Context: an optimization exercise on an open-source flow, tuned for small area, a short achievable clock period and few clock cycles per item. The choices shown serve that exercise and are no tape-out recipe. Function was checked by simulation only, so behaviour that the tests miss may differ from the original.

==> flow/design.v <==
module ty_shade_eval (
    input  wire        clk,
    input  wire        rst,         
    input  wire        start,       
    output wire        ready,
    input  wire        shape,       
    input  wire [20:0] px,          
    input  wire [20:0] py,
    input  wire [39:0] cx,          
    input  wire [39:0] cy,
    input  wire [24:0] hw,          
    input  wire [24:0] hh,          
    input  wire [24:0] radius,      
    input  wire [19:0] ramp,        
    input  wire [15:0] depth,       
    output reg         done,
    output reg  [16:0] factor       
);
    localparam [3:0] S_IDLE = 4'd0,
                     S_DIVX = 4'd1,
                     S_DIVY = 4'd2,
                     S_SQ   = 4'd3,
                     S_SQRT = 4'd4,
                     S_DIST = 4'd5,
                     S_CHK  = 4'd6,
                     S_FDIV = 4'd7;
    reg [3:0] state;
    assign ready = (state == S_IDLE);
    reg        a_ell;         
    reg [40:0] a_dx, a_dy;    
    reg [24:0] a_hw, a_hh;
    reg [24:0] a_rr;          
    reg [24:0] a_hmin;        
    reg [19:0] a_ramp;
    reg [15:0] a_depth;
    wire signed [41:0] sdx = $signed({21'd0, px}) - $signed({{2{cx[39]}}, cx});
    wire signed [41:0] sdy = $signed({21'd0, py}) - $signed({{2{cy[39]}}, cy});
    wire [41:0] adx = sdx[41] ? -sdx : sdx;
    wire [41:0] ady = sdy[41] ? -sdy : sdy;
    wire [24:0] hmin = (hw < hh) ? hw : hh;
    wire        ell  = shape && (hw >= 25'd256) && (hh >= 25'd256);
    wire [24:0] rr   = shape ? hmin : ((radius < hmin) ? radius : hmin);
    wire signed [43:0] qx = $signed({3'd0, a_dx}) - $signed({19'd0, a_hw}) + $signed({19'd0, a_rr});
    wire signed [43:0] qy = $signed({3'd0, a_dy}) - $signed({19'd0, a_hh}) + $signed({19'd0, a_rr});
    wire [28:0] ox = (qx > 0) ? ((qx > 44'sd268435456) ? 29'd268435456 : qx[28:0]) : 29'd0;
    wire [28:0] oy = (qy > 0) ? ((qy > 44'sd268435456) ? 29'd268435456 : qy[28:0]) : 29'd0;
    wire signed [43:0] qmax = (qx > qy) ? qx : qy;
    wire signed [43:0] qin  = (qmax > 0) ? 44'sd0 : qmax;
    reg [56:0] d_num;         
    reg [25:0] d_rem;
    reg [24:0] d_den;
    reg [5:0]  d_cnt;
    wire [26:0] d_try = {d_rem, d_num[56]};
    wire        d_ge  = d_try >= {2'b00, d_den};
    wire [26:0] d_sub   = d_try - {2'b00, d_den};
    wire [25:0] d_rem_n = d_ge ? d_sub[25:0] : d_try[25:0];
    wire [56:0] d_num_n = {d_num[55:0], d_ge};
    reg [31:0] ux, uy;
    wire [31:0] u_clamp = (d_num_n > 57'h80000000) ? 32'h80000000 : d_num_n[31:0];
    wire [31:0] sq_a = a_ell ? ux : {3'd0, ox};
    wire [31:0] sq_b = a_ell ? uy : {3'd0, oy};
    wire [63:0] sq_sum = sq_a * sq_a + sq_b * sq_b;
    reg [63:0] r_num, r_res, r_bit;
    wire [63:0] r_try = r_res + r_bit;
    wire        r_ge  = r_num >= r_try;
    reg signed [59:0] odist;
    wire signed [33:0] n_off  = $signed({2'b00, r_res[31:0]}) - 34'sd65536;
    wire signed [59:0] e_prod = n_off * $signed({1'b0, a_hmin});
    wire signed [59:0] e_dist = e_prod >>> 16;
    wire signed [59:0] r_dist = $signed({28'd0, r_res[31:0]}) + $signed({{16{qin[43]}}, qin}) - $signed({35'd0, a_rr});
    wire [16:0] depth_gap = 17'd65536 - {1'b0, a_depth};
    wire [36:0] f_num     = depth_gap * odist[19:0];
    always @(posedge clk) begin
        if (rst) begin
            state <= S_IDLE;
            done  <= 1'b0;
        end else begin
            done <= 1'b0;
            case (state)
                S_IDLE: if (start) begin
                    a_ell   <= ell;
                    a_dx    <= adx[40:0];
                    a_dy    <= ady[40:0];
                    a_hw    <= hw;
                    a_hh    <= hh;
                    a_rr    <= rr;
                    a_hmin  <= hmin;
                    a_ramp  <= ramp;
                    a_depth <= depth;
                    d_num   <= {adx[40:0], 16'd0};
                    d_rem   <= 26'd0;
                    d_den   <= hw;
                    d_cnt   <= 6'd0;
                    state   <= ell ? S_DIVX : S_SQ;
                end
                S_DIVX: begin
                    d_num <= d_num_n;
                    d_rem <= d_rem_n;
                    d_cnt <= d_cnt + 6'd1;
                    if (d_cnt == 6'd56) begin
                        ux    <= u_clamp;
                        d_num <= {a_dy, 16'd0};
                        d_rem <= 26'd0;
                        d_den <= a_hh;
                        d_cnt <= 6'd0;
                        state <= S_DIVY;
                    end
                end
                S_DIVY: begin
                    d_num <= d_num_n;
                    d_rem <= d_rem_n;
                    d_cnt <= d_cnt + 6'd1;
                    if (d_cnt == 6'd56) begin
                        uy    <= u_clamp;
                        state <= S_SQ;
                    end
                end
                S_SQ: begin
                    r_num <= sq_sum;
                    r_res <= 64'd0;
                    r_bit <= 64'h4000000000000000;
                    state <= S_SQRT;
                end
                S_SQRT: begin
                    if (r_ge) begin
                        r_num <= r_num - r_try;
                        r_res <= (r_res >> 1) + r_bit;
                    end else begin
                        r_res <= r_res >> 1;
                    end
                    r_bit <= r_bit >> 2;
                    if (r_bit[0]) state <= S_DIST;
                end
                S_DIST: begin
                    odist  <= a_ell ? e_dist : r_dist;
                    state <= S_CHK;
                end
                S_CHK: begin
                    if (odist <= 0) begin
                        factor <= {1'b0, a_depth};
                        done   <= 1'b1;
                        state  <= S_IDLE;
                    end else if (odist >= $signed({40'd0, a_ramp})) begin
                        factor <= 17'd65536;
                        done   <= 1'b1;
                        state  <= S_IDLE;
                    end else begin
                        d_num <= {20'd0, f_num};
                        d_rem <= 26'd0;
                        d_den <= {5'd0, a_ramp};
                        d_cnt <= 6'd0;
                        state <= S_FDIV;
                    end
                end
                S_FDIV: begin
                    d_num <= d_num_n;
                    d_rem <= d_rem_n;
                    d_cnt <= d_cnt + 6'd1;
                    if (d_cnt == 6'd56) begin
                        factor <= {1'b0, a_depth} + d_num_n[16:0];
                        done   <= 1'b1;
                        state  <= S_IDLE;
                    end
                end
                default: state <= S_IDLE;
            endcase
        end
    end
endmodule
==> flow/run.sh <==
#!/bin/bash
# synth_recipe.tcl (not shown) runs the flow's synth.tcl, then flattens the netlist and writes it again
# the make line also repeats each setting of config.mk as NAME=value (left out here)
make -C /OpenROAD-flow-scripts/flow DESIGN_CONFIG=/design/flow/config.mk WORK_HOME=/design/flow/orfs CLKGATE_MAP_FILE= SYNTH_SCRIPT=/design/flow/synth_recipe.tcl finish
==> flow/config.mk <==
export PLATFORM = sky130hd
export DESIGN_NAME = ty_shade_eval
export DESIGN_NICKNAME = ty_shade_eval
export VERILOG_FILES = /design/flow/design.v
export SDC_FILE = /design/flow/constraint.sdc
export NUM_CORES = 4
export LEC_CHECK = 0
export CAP_MARGIN = 20
export CORE_MARGIN = 2
export CORE_UTILIZATION = 40
export SLEW_MARGIN = 20
==> flow/constraint.sdc <==
create_clock -name core_clock -period 17.0 [get_ports {clk}]
set_input_delay 3.4000 -clock core_clock [delete_from_list [all_inputs] [get_ports {clk}]]
set_output_delay 3.4000 -clock core_clock [all_outputs]
set_load 0.01 [all_outputs]
==> run notes <==
-- stage by stage --
stage,util,instance area (µm²),hold WS (ns)
after detailed placement,0.4287,158300,0.5777
final,0.4361,161000,0.5901
after global routing,0.4361,161000,0.6320
after floorplan,-,148500,0.5374
after global placement,0.4285,158200,0.5642
after CTS,0.4354,160700,0.5851
-- cell families after synthesis --
| family | count (synthesis) | share of synthesized area |
|---|---|---|
| buffers and inverters | 4336 | 0.1102 |
| and+or+nand+nor | 4227 | 0.1314 |
| adders and majority gates | 4147 | 0.4950 |
| AOI/OAI and AO/OA | 1916 | 0.08586 |
| xor gates and xnor gates | 714 | 0.04241 |
| DFF | 624 | 0.1259 |
| muxes | 126 | 0.009184 |
| other | 1 | 0.00002525 |
-- synthesized netlist by cell type, drive strengths merged (233+ instances only) --
| cell | instances |
|---|---|
| inv | 3748 |
| fa | 2880 |
| nand2 | 1748 |
| ha | 1267 |
| nor2 | 981 |
| edfxtp | 620 |
| and2 | 480 |
| a21oi | 478 |
| clkbuf | 475 |
| xnor2 | 425 |
| o21ai | 390 |
| xor2 | 287 |
| a21o | 233 |
-- path summary, 6_finish.rpt --
check / from / end / slack [ns] / cells past startpoint
worst max-delay path: a_hh[1] / r_num[61] / 0.60 / 59
worst min-delay path: d_num[37] / d_num[38] / 0.59 / 2
worst max register to register: a_hh[1] / r_num[61] / 0.60 / 59
worst min register to register: d_num[37] / d_num[38] / 0.59 / 2
-- sequential cells by signal, indices dropped and copies added, names as in the netlist, 3 cells and up --
register  flops
a_depth      16
a_dx         41
a_dy         41
a_hh         25
a_hmin       25
a_hw         25
a_ramp       20
a_rr         25
d_cnt         6
d_den        25
d_num        57
d_rem        26
factor       17
odist        46
r_bit        32
r_num        64
r_res        64
state         3
ux           32
uy           32
-- routing by layer --
metal | vias to the layer above | part of all wire
met4 | 2 | 0.043
met2 | 4159 | 0.46
met5 | - | 0.000027
li1 | 50390 | -
met3 | 829 | 0.082
met1 | 57230 | 0.42
-- timing repair --
action                                  4_1_cts  5_1_grt
gates resized for setup                       0       42
hold endpoints to repair                      0        0
endpoints found under the setup margin        0       26
setup buffers                                 0        4
-- area by class of cell --
type,count,area [µm²],share of cell area
multi-input cells,11130,114000,0.7084
repair buffers,620,5415,0.03364
clock inverters,53,514.2,0.003195
clock buffers,86,1961,0.01218
well taps,4950,6193,0.03847
inverters,3763,14140,0.08785
flip-flops and latches,624,18700,0.1162
diodes,7,17.52,0.0001088
-- critical path: cells and delay by family, from the launching register on --
kind	cells	cell delay [ns]
adder cells (fa/ha/maj)	13	6.05
AND/OR/NAND/NOR	12	2.53
AO/OA/AOI/OAI	17	4.19
XOR/XNOR	4	0.84
flip-flops	1	0.37
buffers and inverters	12	1.96
multiplexers	1	0.10
==> run notes <==
Setup path:
- The worst stage delay on the critical path is 0.62 ns.
- The cell repeated most along the worst path is sky130_fd_sc_hd__fa_1.
- The slowest cell on the critical path is sky130_fd_sc_hd__fa_1.
- The worst setup path category is flop to flop.
- Data arrives at the worst endpoint at 16.83 ns.
- The worst setup path is captured at a flop.
- Of all nets on the critical path, the largest fanout is 32.
- Data on the critical path is required at its endpoint by 17.43 ns.
- The startpoint kind of the worst setup timing path is a flop.

Placement:
- The post-detailed-placement half-perimeter wirelength is 409200 µm.
- The number of placed instances, taps included, is 21.09k.
- The routability congestion estimate from global placement is 0.9823.
- The worst setup slack before clock tree synthesis is 0.1824 ns.
- Input and output buffers added on the ports amount to ~260.

Outcome:
- The flow ran to the end and the layout has no timing, DRC or antenna violations.

Clock network:
- Clock-pin slew was measured on the worst setup and hold paths at about 0.06 ns.
- In this run, CTS created clock tree buffers numbering 76.
- The clock tree from TritonCTS is built.
- Clock tree synthesis found a total of ~620 sinks.
- The quantity of hold-fixing buffers added after cts is 0.
- The tree is rooted in a sky130_fd_sc_hd__clkbuf_16.
- Clock latency on the worst-skew pair, taken at its later pin, is 0.72 ns.
- The number of H-tree branching levels is 3.
- The clock passes through at most 3 buffers.

Route:
- After detailed routing, the average wire length per cell comes to 23.03 µm.
- The first-pass detailed-route iteration total is 8.
- The detail-routed via count per cell is about 5.3.
- The via count of the routed design is 112.6k.
- For this block, the routed nets add up to 489000 µm of wire.
- The initial DRC count is 8736.
- After detailed routing, the number of remaining DRC violations is 0.
- Once detail routing completed, the nets flagged for antenna violations numbered 0.

Floorplan:
- The core region is 369100 µm².
- The die boundary width is around 600 µm.
- Measured along the y axis, the die boundary spans 613.3 µm.
- The number of ports placed on the die boundary is ~260.
- The total die area is 376100 µm².
- The total number of placement rows is 223.
- For this configuration, the core starts out at a cell density of 0.4023.

Job:
- The reported max-cap violation count is 0.

STA:
- On the final layout, the worst clock skew is 0.05854 ns.
- The final count of pins violating max slew is 0.
- Setup violations remaining at the end of the flow were counted as 0.
- Summed over all failing endpoints, the final setup total negative slack is 0 ns.
- The hold violation total from the final report came to 0.
- The worst slew slack as a fraction of its limit is 0.1597.
- Setup repair after global routing left no endpoint under its margin.
- The ratio of final minimum period to clock period is 0.9648.
- The slew at the pin closest to its max-slew limit is 1.256 ns.
- For this run, the top clock speed supported by timing is 60.97 MHz.
- In the post-route analysis, the smallest setup slack over all paths is 0.5979 ns.
- The shortest clock period the worst path allows after layout is between 15 and 20 ns.

Layout:
- The commonest non-fill, non-tap cell in the layout is sky130_fd_sc_hd__inv_1.
- Compared with the post-synthesis result, the final layout area differs by 8.396%.
- The library cells used most frequently in the layout, excluding fill and tap cells, are sky130_fd_sc_hd__inv_1 (3730), sky130_fd_sc_hd__fa_1 (2880), sky130_fd_sc_hd__nand2_1 (1747).
- The final cell count without fillers is 21.24k.
- The share of final-layout standard cells stronger than drive strength 1 is 0.04945.
- The number of nets in the finished design is 20.60k.
- The number of fillers in the final layout is 36.35k.

Yosys:
- The most instantiated flip-flop cell in the synthesis netlist is sky130_fd_sc_hd__edfxtp_1.
- Counting every instance in the synthesized netlist gives 16.09k.
- The fraction of post-synthesis cell area in the top cell type by area is 0.3882.
- Synthesis inferred 624 register bits.
- sky130_fd_sc_hd__fa_1 takes more of the synthesized area than any other cell.
- Yosys mapped a number of flops with a built-in enable equal to 620.
- The average footprint of a synthesized cell is a little over 9 µm².
- Counting flops with an async set or reset pin after synthesis yields a share of 0.
- The count of cell types in the netlist is 108.
- The cell area that synthesis handed to floorplanning was 148500 µm².
- By area the synthesized netlist is led by sky130_fd_sc_hd__fa_1 (39%), sky130_fd_sc_hd__edfxtp_1 (13%), sky130_fd_sc_hd__ha_1 (11%).
- The number of synthesis warnings is 1.
- For this run, the register share of the synthesized area comes to 0.1259.

Global routing:
- The global-route wire length before repair is 746800 µm.
- Across every metal layer, demand over resource in global routing totals 0.2646.
- The via count of the first global-routing pass is 118.3k.
- The total congestion overflow is 0.
- For this run, global-route usage on met1 was measured as 0.3549.
- Entering global routing, the biggest net connects between 70 and 80 pins.
- For met3 alone, demand over resource in global routing was 0.04749.
- The busiest layer in global routing is met2.
- For this run, global-route usage on met2 was measured as 0.4286.
- The initial antenna violation count is 24.

Min path:
- The worst min-delay path class is flop to flop.
Testbench counts, summed over its fixed seeds: cycles 123,798, items 1,200.

## static timing again, ports no longer ideal
The flow's constraints put no driver on any port. The routed layout listed below was extracted and timed again, unchanged, in two steps. Step 1, drivers: a clkbuf_16 drives clk and a buf_2 each remaining input, both assumed. Step 2 also shifts input and output timing later by t, the mid clock arrival at the registers, as if the neighbouring blocks saw the same clock. a / b / c = no drivers / after step 1 / after step 2; a / b = the first two.
shift t [ns]: 0.774
setup slack, ns: 0.598 / 0.598 / 0.598
worst setup path after step 2: register to register
clock arrival spread, ns: 0.065 / 0.065
slew at the worst register clock pin (ns): 0.07 / 0.07
After both steps setup and hold are still met in this run. The setup slack of this run moves by 0.000 ns with the drivers and by 0.000 ns with both steps.
